Context: an optimization exercise on an open-source flow, tuned for small area, a short achievable clock period and few clock cycles per item. The choices shown serve that exercise and are no tape-out recipe.
The RTL was checked by simulation tests, not by an equivalence proof against the original design.

## design/flow/design.v

```verilog
module maccol (
    input  wire         clk,
    input  wire         rst,           
    input  wire         in_valid,
    output wire         in_ready,
    input  wire         int4,
    input  wire [255:0] a,
    input  wire [255:0] b,
    input  wire [31:0]  acc_in,
    output reg          out_valid,
    output reg  [31:0]  acc_out,
    output reg          acc_sat
);
    assign in_ready = 1'b1;
    reg signed [20:0] dot;
    integer i;
    always @(*) begin
        dot = 21'sd0;
        if (int4) begin
            for (i = 0; i < 64; i = i + 1)
                dot = dot + $signed(a[4*i +: 4]) * $signed(b[4*i +: 4]);
        end else begin
            for (i = 0; i < 32; i = i + 1)
                dot = dot + $signed(a[8*i +: 8]) * $signed(b[8*i +: 8]);
        end
    end
    wire signed [32:0] sum = $signed({acc_in[31], acc_in}) + $signed({{12{dot[20]}}, dot});
    wire               pos_ovf = (sum > 33'sd2147483647);
    wire               neg_ovf = (sum < -33'sd2147483648);
    always @(posedge clk) begin
        if (rst) out_valid <= 1'b0;
        else     out_valid <= in_valid;
    end
    always @(posedge clk) begin
        if (in_valid) begin
            acc_out <= pos_ovf ? 32'h7FFFFFFF : neg_ovf ? 32'h80000000 : sum[31:0];
            acc_sat <= pos_ovf || neg_ovf;
        end
    end
endmodule
```

## design/flow/run.sh

```bash
#!/bin/bash
# synth_recipe.tcl (not shown) runs the flow's synth.tcl, then flattens the netlist and writes it again
# the make line also repeats each setting of config.mk as NAME=value (left out here)
make -C /OpenROAD-flow-scripts/flow DESIGN_CONFIG=/design/flow/config.mk WORK_HOME=/design/flow/orfs CLKGATE_MAP_FILE= SYNTH_SCRIPT=/design/flow/synth_recipe.tcl finish
```

## design/flow/constraint.sdc

```tcl
create_clock -name core_clock -period 20.0 [get_ports {clk}]
set_input_delay 4.0000 -clock core_clock [delete_from_list [all_inputs] [get_ports {clk}]]
set_output_delay 4.0000 -clock core_clock [all_outputs]
set_load 0.01 [all_outputs]
```

## design/flow/config.mk

```make
export PLATFORM = sky130hd
export DESIGN_NAME = maccol
export DESIGN_NICKNAME = maccol
export VERILOG_FILES = /design/flow/design.v
export SDC_FILE = /design/flow/constraint.sdc
export NUM_CORES = 4
export LEC_CHECK = 0
export CAP_MARGIN = 20
export CORE_MARGIN = 2
export CORE_UTILIZATION = 40
export SLEW_MARGIN = 20
```

==> results.cfg <==
[clock_tree]
clock_tree_from_tritoncts = yes
numCtsBuffers = 5
post_cts_setup_inserts = 0
post_cts_hold_buffer_count = 0
cts.reportedPaths.clkPinSlew_ns = 0.05
numClockSinks = 34
clockRootBuffer = clkbuf_16
clockBufferDepth = 2
clock_tree.htree_level_count = 2
cts_resized = 0

[setup_path]
crit_path_frequent_cell = fa_1
worst_setup_path_end_kind = flip-flop
critical_path_start_type = primary input
critical-path-max-stage-delay_ns = 0.87
critical_path_class = in2reg
critical_path.max_fanout = 22
path_delay_family = adder cells
critPathArrivalTime_ns = 18.83
slowest_cell_on_crit_path = a21oi_2
cp_num_buf_inv = 6
worst_ep_required_time_ns = 19.98

[drt]
drc_errors = 0
drtIter0Drc = 8324
finalWirelength_mm = 519.5
drtAntennaViolNets = 0
vias_per_cell = 4.893
num_vias = 92690
firstDrtPassIters = 5
detail_route.wl_per_cell_um = 27.43

[final_layout]
layout.cells.non_filler = 18940
layout.cells.most_common_list = inv_1, fa_1, nand2_1
total_area_of_sequential_cells_um2 = 1011
final_layout_size_suffix_gt1_share_pct = 0.4788
most_common_library_cell_in_the_layout_ignoring_fill_and_taps = inv_1
final_core_utilization_pct = 43.39
area_of_the_multi_input_gates_um2 = 120000
area_growth_pct = 8.175
design.final.nets = 20350
filler_cell_count = 34370

[place]
numPortBuffers = 581
placed_cells_incl_taps = 18920
place_hpwl_mm = 492.3
gp_routability_congestion = 1.053
dpl_worst_slack_ns = 1.044

[logic_synthesis]
synth_top_area_share_pct = 66.65
count_of_flip_flops_with_a_built_in_enable_after_synthesis = 33
synth_sequential_area_ratio_pct = 0.7157
synth.distinct_cells = 69
synth_largest_area_cell = fa_1
post_synth_instance_area_um2 = 141300
netlist_top_cells_area = fa_1, inv_1, ha_1, and2_1, nand2_1
synth-main-ff-cell = edfxtp_1
postSynthCellCount = 13750
synth_seq_cells = 34
number_of_nets_produced_by_synthesis = 19890
async_flop_share_pct = 0
synthesis.area_per_instance_um2 = 10.28
synth-warning-count = 1

[sta]
fin_ws_ns = 1.150
finalMaxSlewViolations = 0
clock.fmax_mhz = 53.05
timing.final.setup_violations = 0
slew_headroom_pct = 25.95
final_period_minus_worst_setup_slack_ns = 18.85
layout_worst_path_cycle_share_pct = 94.25
timing.setup.tns_ns = 0
hold_viol_final = 0
worst_margin_pin_slew_ns = 1.099
finalHoldWorstSlack_ns = 4.259
grt_setup_unrepaired = false

[global_routing]
maximum_number_of_pins_on_one_net_before_global_route_repair = 35
grt_pass1_vias = 103900
grt_remaining_overflow = 0
grt_first_pass_wirelength_mm = 750.5
grtUsageTotal_pct = 29.94
initial_antenna_violation_count = 24

[floorplan]
floorplan.core_area_um2 = 352100
fp.dieW_um = 598.3
initial_utilization_pct = 40.11
floorplan.rows = 218
top_level_ports = 583
die_h_um = 598.3
floorplan.die_area_um2 = 357900

[outcome]
run_status = timing/DRC/antenna clean

[worst_hold_path]
hold_class = in2reg

[job]
cap_viol_max_count = 0
## metal layers
metal / vias up / GRT usage (%) / wire, um
li1: 38200 / - / -
met1: 50140 / 41.61 / 214000
met2: 3781 / 48.08 / 242000
met3: 545 / 5.152 / 42830
met4: 14 / 9.123 / 20700
met5: - / 0 / 87
## final cells by class
type	instances	share of cell area (%)
Timing Repair Buffer	609	3.937
Inverter	5236	12.86
Clock inverter	3	0.04504
Multi-Input combinational cell	8314	78.52
Sequential cell	34	0.6616
Tap cell	4730	3.873
Antenna cell	11	0.01801
Clock buffer	5	0.08188
## cell families (layout without fill, tap and decap cells)
kind of cell    count (synthesis)  in the layout  synth area share, %
compound gates                235            235                1.072
xor+xnor                      113            113               0.7006
fa+ha+maj                    5611           5611                74.68
buf+inv                      5397           5853                14.35
flops                          34             34               0.7157
mux                             5              5              0.03986
other cells                     1             12             0.002655
simple gates                 2349           2349                8.444
## through the flow
stage | cell area (um2)
after floorplan | 141300
after global placement | 152600
after detailed placement | 152600
after CTS | 152800
after global routing | 152800
final | 152800
## Yosys cell counts (9+ instances only)
| library cell | count |
|---|---|
| nor2_1 | 122 |
| nand2_1 | 983 |
| maj3_1 | 10 |
| a211oi_1 | 13 |
| xor2_1 | 34 |
| o21a_1 | 15 |
| a21oi_1 | 70 |
| clkbuf_1 | 155 |
| nor2b_1 | 92 |
| nand3_1 | 11 |
| a21o_1 | 21 |
| fa_1 | 4703 |
| nand2b_1 | 211 |
| xnor2_1 | 79 |
| o21ai_0 | 52 |
| or2_2 | 15 |
| o21bai_1 | 9 |
| edfxtp_1 | 33 |
| ha_1 | 898 |
| and2_1 | 884 |
| inv_1 | 5236 |
| nor3_1 | 9 |
## worst paths after layout
path,start,end,slack [ns],depth (start not counted)
worst min-delay path,rst,out_valid,4.26,2
worst max-delay path,a[139],acc_out[4],1.15,38
## flip-flops by register name (all words and copies together) (netlist names)
signal	flops
out_valid	1
acc_sat	1
acc_out	32
Testbench counts, summed over its fixed seeds: cycles 32,008, items 32,000.

-- static timing again, ports no longer ideal --
In the flow no input, the clock included, has a driving cell. The finished layout below was timed again as built, in two steps. Step 1 (the two cells are an assumption about what drives the block):
set clk [get_ports {clk}]
set_driving_cell -lib_cell sky130_fd_sc_hd__clkbuf_16 $clk
set_driving_cell -lib_cell sky130_fd_sc_hd__buf_2 [delete_from_list [all_inputs] $clk]
Step 2 times the ports against the registers' clock, not the clock port: input delays grow and output delays shrink by t, the midpoint of the rising clock arrivals with the driver on. Three values: ideal ports, drivers, drivers and shift; two values: the first two.
t (ns): 0.322
setup WS [ns]: 1.150 / 1.169 / 0.848
worst slew at a driven data input, ns: 0.17
After both steps setup and hold are still met in this run. The setup slack of this run moves by +0.019 ns with the drivers and by -0.302 ns with both steps.
